From an optimization exercise on the open Yosys and OpenROAD flow, aimed at small area, a short achievable clock period and few clock cycles per item; shortcuts taken in it are not production practice.
RTL that was checked went through simulation tests only; none was proved equivalent to the original.
Power and IR drop assume default switching activity.

==> flow/design.v (excerpt) <==
module mbcq_enc #(
    parameter integer N  = 33,      
    parameter integer HQ = 2        
) (
    input  wire        clk,
    input  wire        rst,         
    input  wire        in_valid,
    output wire        in_ready,
    input  wire        in_last,     
    input  wire [1:0]  in_fmt,      
    input  wire [1:0]  in_k,        
    input  wire [31:0] in_elem,     
    output wire        out_valid,
    input  wire        out_ready,
    output wire        out_hdr,     
    output wire        out_last,    
    output wire [15:0] out_data
);
Size: roughly 3100 cells after synthesis, about 1100 flip-flops, ~45000 um2 of cells after synthesis.
clock: 16.0 ns
lec_check: 0
cap_margin: 20
core_margin: 2
core_utilization: 70
cts_buf_list: sky130_fd_sc_hd__clkbuf_16
cts_cluster_diameter: 60
cts_cluster_size: 26
place_density: 0.8
slew_margin: 20
standard.sh (not shown) runs the stock make flow with config.mk's settings and CLKGATE_MAP_FILE= SYNTH_SCRIPT=/design/flow/synth_recipe.tcl, a recipe that flattens the netlist after the stock synthesis.
==> flow/flow/run.sh <==
#!/bin/bash
# Own layout flow: the standard ORFS flow (standard.sh), with the ports
# buffered by a plain buffer instead of the delay-cell buffer ORFS picks.
# The make output goes to flow.log in the work folder; ORFS's own per-step
# logs stay under orfs/logs/.
set -euo pipefail
bash standard.sh \
  "BUFFER_PORTS_ARGS=-buffer_cell sky130_fd_sc_hd__buf_2" \
  SETUP_SLACK_MARGIN=11.5 \
  finish > flow.log 2>&1
==> next run, changes <==
Settings changed: CTS_BUF_LIST sky130_fd_sc_hd__clkbuf_16 to sky130_fd_sc_hd__clkbuf_8, CTS_CLUSTER_DIAMETER 60 to 70, CTS_CLUSTER_SIZE 26 to 14.
Setup slack gets worse by 0.054 ns. Sequential power stays flat. Worst hold slack is about the same. Sequential share of layout area climbs by 0.51 points. Power drops by a few percent. Clock-buffer cell count climbs by 34. Design area drops slightly. Final cell count climbs slightly. First-iteration DRC count is about the same. Critical path depth drops by 6.
No functional check of the RTL was part of any run of this note.

---

mbcq_enc, a different RTL version from the one above (not shown whole).
For scale: roughly 2400 cells after synthesis, about 1100 flip-flops, ~61 I/O pins, ~0.032 mm² of cells after synthesis.
==> flow/config.mk <==
export PLATFORM = sky130hd
export DESIGN_NAME = mbcq_enc
export DESIGN_NICKNAME = mbcq_enc
export VERILOG_FILES = /design/flow/design.v
export SDC_FILE = /design/flow/constraint.sdc
export NUM_CORES = 4
export LEC_CHECK = 0
export CAP_MARGIN = 20
export CORE_MARGIN = 2
export CORE_UTILIZATION = 70
export CTS_BUF_LIST = sky130_fd_sc_hd__clkbuf_16
export CTS_CLUSTER_DIAMETER = 70
export CTS_CLUSTER_SIZE = 34
export PLACE_DENSITY = 0.8
export SLEW_MARGIN = 20
==> flow/constraint.sdc <==
create_clock -name core_clock -period 16.0 [get_ports {clk}]
set_input_delay 3.2000 -clock core_clock [delete_from_list [all_inputs] [get_ports {clk}]]
set_output_delay 3.2000 -clock core_clock [all_outputs]
set_load 0.01 [all_outputs]
Scripts as last shown in full above: flow/flow/run.sh
Testbench counts at the start, summed over its fixed seeds: cycles 377,724, items 363,761.
Change:
- CTS_BUF_LIST: sky130_fd_sc_hd__clkbuf_16 -> sky130_fd_sc_hd__clkbuf_8
- CTS_CLUSTER_DIAMETER: 70 -> 50
- CTS_CLUSTER_SIZE: 34 -> 18
Outcome:
- synthesized area stays the same
- wire length falls by 2.8%
- non-clock buffer count rises by 2
Change:
- CTS_BUF_LIST: sky130_fd_sc_hd__clkbuf_8 -> sky130_fd_sc_hd__clkbuf_16
- CTS_CLUSTER_DIAMETER: 50 -> 80
- CTS_CLUSTER_SIZE: 18 -> 30
=> Area after synthesis does not change. First-iteration DRC count is higher by 14%. Maximum frequency is higher by 2.2%. Routed wire length is higher by about 1.7%. Sequential share of layout area is higher by 0.15 points. Design area stays flat. Power is higher by about 0.44%.

---

Setup of job 471:
mbcq_enc again, from the RTL that the note above started with.
clock: 16.0 ns
lec_check: 0
cap_margin: 20
core_margin: 2
core_utilization: 70
cts_buf_list: sky130_fd_sc_hd__clkbuf_16
cts_cluster_diameter: 80
cts_cluster_size: 30
place_density: 0.8
slew_margin: 20
==> flow/flow/run.sh <==
#!/bin/bash
# Own layout flow: the standard ORFS flow (standard.sh), with the ports
# buffered by a plain buffer instead of the delay-cell buffer ORFS picks.
# The make output goes to flow.log in the work folder; ORFS's own per-step
# logs stay under orfs/logs/.
set -euo pipefail
bash standard.sh \
  "BUFFER_PORTS_ARGS=-buffer_cell sky130_fd_sc_hd__buf_2" \
  SETUP_SLACK_MARGIN=12 \
  finish > flow.log 2>&1
Job 471 went all the way through synthesis, placement and routing and the layout is clean on timing, DRC and antenna.
Testbench counts of job 471, summed over its fixed seeds: cycles 377,724, items 363,761.
Inputs modified between job 471 and job 4470:
- CTS_CLUSTER_SIZE changed from 30 to 14
- CTS_BUF_LIST changed from sky130_fd_sc_hd__clkbuf_16 to sky130_fd_sc_hd__clkbuf_8
- CTS_CLUSTER_DIAMETER changed from 80 to 70
diff --git a/flow/flow/run.sh b/flow/flow/run.sh
--- a/flow/flow/run.sh
+++ b/flow/flow/run.sh
@@ -7,4 +7,3 @@
 bash standard.sh \
   "BUFFER_PORTS_ARGS=-buffer_cell sky130_fd_sc_hd__buf_2" \
-  SETUP_SLACK_MARGIN=12 \
   finish > flow.log 2>&1
--- outcome ---
Job 4470 completed end to end with timing, DRC and antenna clean.
When job 4470 is set beside job 471, its signed area change from the synthesized netlist to the final layout turns out to be 0.96 points smaller.
Overall fraction of global-route tracks in use for job 4470 is lower than for job 471.
Comparing job 471 and job 4470, the higher smallest hold slack is on job 471.
Number of fillers in the final layout in job 4470 is about 2.5% higher than in job 471
In terms of relative slew slack, job 471 and job 4470 differ only marginally.
--- input diff job 4470..job 8766 ---
- swapping 0.8 for 0.9 in PLACE_DENSITY
- swapping 70 for 80 in CORE_UTILIZATION
diff --git a/flow/flow/run.sh b/flow/flow/run.sh
--- a/flow/flow/run.sh
+++ b/flow/flow/run.sh
@@ -7,3 +7,4 @@
 bash standard.sh \
   "BUFFER_PORTS_ARGS=-buffer_cell sky130_fd_sc_hd__buf_2" \
+  SETUP_SLACK_MARGIN=11.5 \
   finish > flow.log 2>&1
==> comparison <==
Looking at slowest stage cell on the critical path, the sky130_fd_sc_hd__dfxtp_1 result is from job 4470; the sky130_fd_sc_hd__edfxtp_1 one comes from job 8766. Going from job 4470 to job 8766, global-route usage increased by 9.8 points relative to the old numbers, initial core utilization increased by 10 points relative to the old numbers, number of antenna repair diodes increased by 2 relative to the old numbers, worst setup timing slack at the placement stage decreased by 0.082 ns relative to the old numbers, path depth of the worst reg2reg path increased by 1 relative to the old numbers. Combinational group share of total power on job 8766 is up relative to job 4470. Between job 4470 and job 8766, worst stage delay on the critical path is lower for job 8766, job 4470 comes in above that. Worst setup path startpoint: a_lz[2]$_DFF_P_ -> job 4470, o0_data[13]$_DFFE_PN_ -> job 8766.

## what the ideal ports hide
The results above use ideal ports. As a check the final layouts listed here were re-extracted and re-timed, cells and wires unchanged.
Step 1: set_driving_cell puts a clkbuf_16 on clk and a buf_2 on each other input, an assumption about the parent block.
Step 2 moves the port delays by t, midway between the first and last clock arrival at a register: inputs arrive t later, outputs are due t later. That takes back most of the time a late clock gives input paths.
a / b / c = ideal ports / drivers / drivers and shift; a / b = the first two.
run | shift t [ns] | setup WS [ns] | slew at the worst register clock pin (ns)
the first run of note 1 | 0.734 | 11.613 / 11.558 / 10.916 | 0.11 / 0.11
the second run of note 1 | 0.786 | 11.559 / 11.494 / 10.944 | 0.10 / 0.10
the first run of note 2 | 0.657 | 11.634 / 11.572 / 11.085 | 0.12 / 0.12
the second run of note 2 | 0.722 | 11.528 / 11.474 / 11.137 | 0.11 / 0.11
the third run of note 2 | 0.653 | 11.625 / 11.570 / 11.127 | 0.11 / 0.11
job 471 | 0.673 | 11.567 / 11.509 / 11.396 | 0.12 / 0.12
job 4470 | 0.736 | 11.164 / 11.164 / 10.936 | 0.11 / 0.11
job 8766 | 0.751 | 11.468 / 11.414 / 11.043 | 0.12 / 0.12
After both steps every run listed still meets setup and hold. For the first run of note 1, which loses most, drivers alone change the setup slack by -0.055 ns; drivers and shift together by -0.697 ns.
